What follows belongs to an exercise in optimizing a design on an open flow for small area, a short achievable clock period and few clock cycles; a production flow would make more cautious choices. Only simulation tests tie the RTL to the original design; equivalence was not proved. No activity file was given, so power comes from the tool's default toggle rates.

==> flow/design.v (excerpt) <==
module fondant_enc (
    input  wire        clk,
    input  wire        rst,
    input  wire        cfg_commit,
    input  wire [2:0]  cfg_mode,
    input  wire [4:0]  cfg_k,
    input  wire [4:0]  cfg_kmin,
    input  wire [4:0]  cfg_kmax,
    input  wire [11:0] cfg_target,
    input  wire        start,
    output wire        start_ready,
    input  wire [4:0]  s_depth,
    input  wire [1:0]  s_plane,
    input  wire [3:0]  s_rows_m1,
    input  wire [5:0]  s_cols_m1,
    input  wire        pix_valid,
    output wire        pix_ready,
    input  wire [15:0] pix_data,
    output reg         word_valid,
    output reg  [31:0] word_data,
    output reg         done,
    output wire [63:0] done_hdr,
    output wire [15:0] done_code
);
    function lt21;
        input [20:0] a;
        input [20:0] b;
        integer k;
        reg r;
        begin
            r = 1'b0;
            for (k = 0; k < 21; k = k + 1)
                r = (~a[k] & b[k]) | ((~a[k] | b[k]) & r);
            lt21 = r;
        end
    endfunction
    reg               bud_r;     
    reg        [4:0]  kq;        
    reg        [4:0]  kmin_r;    
    reg        [4:0]  kmax_r;
    reg        [11:0] tgt_r;
    reg signed [19:0] bal;       
    reg        [9:0]  bfrac;     
    reg               cmt1;      
    reg        sr;               
    reg        busy;             
    assign start_ready = sr;
    assign pix_ready   = 1'b1;
    wire       st_x = start & sr;
    wire       fin1, fin2, last_r;
    wire       sr_nx = ~st_x & (sr | (last_r & ~bud_r) | fin2);
    wire       bneg  = bal[19];
    wire       b_lt4 = bneg & ~lt21({2'b00, ~bal[18:0]}, {7'd0, tgt_r, 2'b00});
    wire       b_lt1 = bneg & ~lt21({2'b00, ~bal[18:0]}, {9'd0, tgt_r});
    wire       b_gt1 = ~bneg & lt21({9'd0, tgt_r}, {2'b00, bal[18:0]});
    wire [5:0] kup2 = {1'b0, kq} + 6'd2;
    wire [5:0] kup1 = {1'b0, kq} + 6'd1;
    reg  [4:0] k_sel;
    always @* begin
        k_sel = kq;
        if (cmt1)
            k_sel = kmin_r;
        else if (bud_r) begin
            if (b_lt4)
                k_sel = lt21({16'd0, kmax_r}, {15'd0, kup2}) ? kmax_r : kup2[4:0];
  ...
Size in the first run: ~180 I/O pins, ~61000 sq um of cells after synthesis.
export LEC_CHECK = 0
export ABC_AREA = 1
export CAP_MARGIN = 20
export CORE_MARGIN = 2
export CORE_UTILIZATION = 65
export PLACE_DENSITY = 0.8
export SLEW_MARGIN = 20
create_clock -name core_clock -period 36.0 [get_ports {clk}]
standard.sh (not shown) runs the stock make flow with config.mk's settings and CLKGATE_MAP_FILE= SYNTH_SCRIPT=/design/flow/synth_recipe.tcl, a recipe that flattens the netlist after the stock synthesis.
==> flow/flow/run.sh <==
#!/bin/bash
# Standard ORFS layout (the standard.sh, same synthesis script and
# registers) with these changes, all passed as ORFS variables:
#  - synthesis: no separate full/half-adder mapping, and ABC maps for area
#    with amap (flow/abc_area.script, used through a copy of ORFS's scripts
#    folder in which only that file differs)
#  - ports buffered with buf_2 instead of the default delay buffer
#  - clock tree: larger sink clusters, no dummy loads
#  - timing repair asked to leave 27.6 ns of setup slack (the SDC is unchanged)
set -e
rm -rf scripts_amap
cp -r "$FLOW_HOME/scripts" scripts_amap
cp flow/abc_area.script scripts_amap/abc_area.script
export SCRIPTS_DIR="$PWD/scripts_amap"
export ADDER_MAP_FILE=
export BUFFER_PORTS_ARGS="-buffer_cell sky130_fd_sc_hd__buf_2"
export CTS_ARGS="-sink_clustering_enable -repair_clock_nets -dont_use_dummy_load -sink_clustering_size 24 -sink_clustering_max_diameter 80"
export SETUP_SLACK_MARGIN=27.6
bash standard.sh > standard.log 2>&1
==> flow/flow/abc_area.script <==
strash
dch
amap
topo
stime -c
buffer -c
upsize -c
dnsize -c
Testbench counts at the start, summed over its fixed seeds: cycles 330,304.
==> next run, changes <==
==> flow/flow/abc_area.script (replaced) <==
strash
dch
amap
topo
CORE_UTILIZATION = 60   (was 65)
PLACE_DENSITY = 0.75   (was 0.8)
Outcome:
- register-to-register slack hardly moves
- critical path depth stays the same
- sequential power hardly moves
- fmax is about the same
- clock power fell by about 0.7%
==> next run, changes <==
CORE_UTILIZATION = 65   (was 60)
PLACE_DENSITY = 0.8   (was 0.75)
After rerunning:
- sequential share of layout area goes up by 0.16 points
- non-clock buffer count goes up by 1
- hold slack improved by 15 ps
- clock-buffer cell count goes down by 2
==> next run, changes <==
--- a/flow/flow/run.sh
+++ b/flow/flow/run.sh
@@ -4,3 +4 @@
-#  - synthesis: no separate full/half-adder mapping, and ABC maps for area
-#    with amap (flow/abc_area.script, used through a copy of ORFS's scripts
-#    folder in which only that file differs)
+#  - synthesis: no separate full/half-adder mapping (ABC maps the adders)
@@ -10,5 +7,0 @@
-set -e
-rm -rf scripts_amap
-cp -r "$FLOW_HOME/scripts" scripts_amap
-cp flow/abc_area.script scripts_amap/abc_area.script
-export SCRIPTS_DIR="$PWD/scripts_amap"
removed: flow/flow/abc_area.script
The new run passed the timing, design-rule and antenna checks.
Worst setup slack improved by 3.5 ps.
Cell area came out higher by a few percent.
Synthesized area came out higher by a little under a tenth.
Wire length rises by about a fifth.
Flip-flop and latch count does not change.
First-iteration DRC count came out higher by a quarter to a third.

static timing again, ports no longer ideal:
How much do the figures lean on ideal ports? The routed layouts below were timed once more, with nothing changed but the port constraints.
Step 1: set_driving_cell puts a clkbuf_16 on clk and a buf_2 on each other input, an assumption about the parent block.
Step 2 adds t to the input delays and takes it off the output delays; t is the mean of the earliest and latest rising clock arrival at the registers after step 1. Input paths then give back, and output paths get back, about the clock's delay inside the block.
Three values: no drivers, after step 1, after step 2; two values: the first two.
| run | shift t [ns] | setup WS [ns] | worst setup path after step 2 |
|---|---|---|---|
| the first run | 0.698 | 27.644 / 27.578 / 27.394 | input to register |
| the second run | 0.722 | 27.642 / 27.573 / 27.296 | input to register |
| the third run | 0.719 | 27.640 / 27.564 / 27.207 | input to register |
| the fourth run | 0.728 | 27.643 / 27.565 / 27.500 | input to register |
After both steps setup and hold are still met in every run listed. For the third run, which loses most, drivers alone change the setup slack by -0.076 ns; drivers and shift together by -0.433 ns.
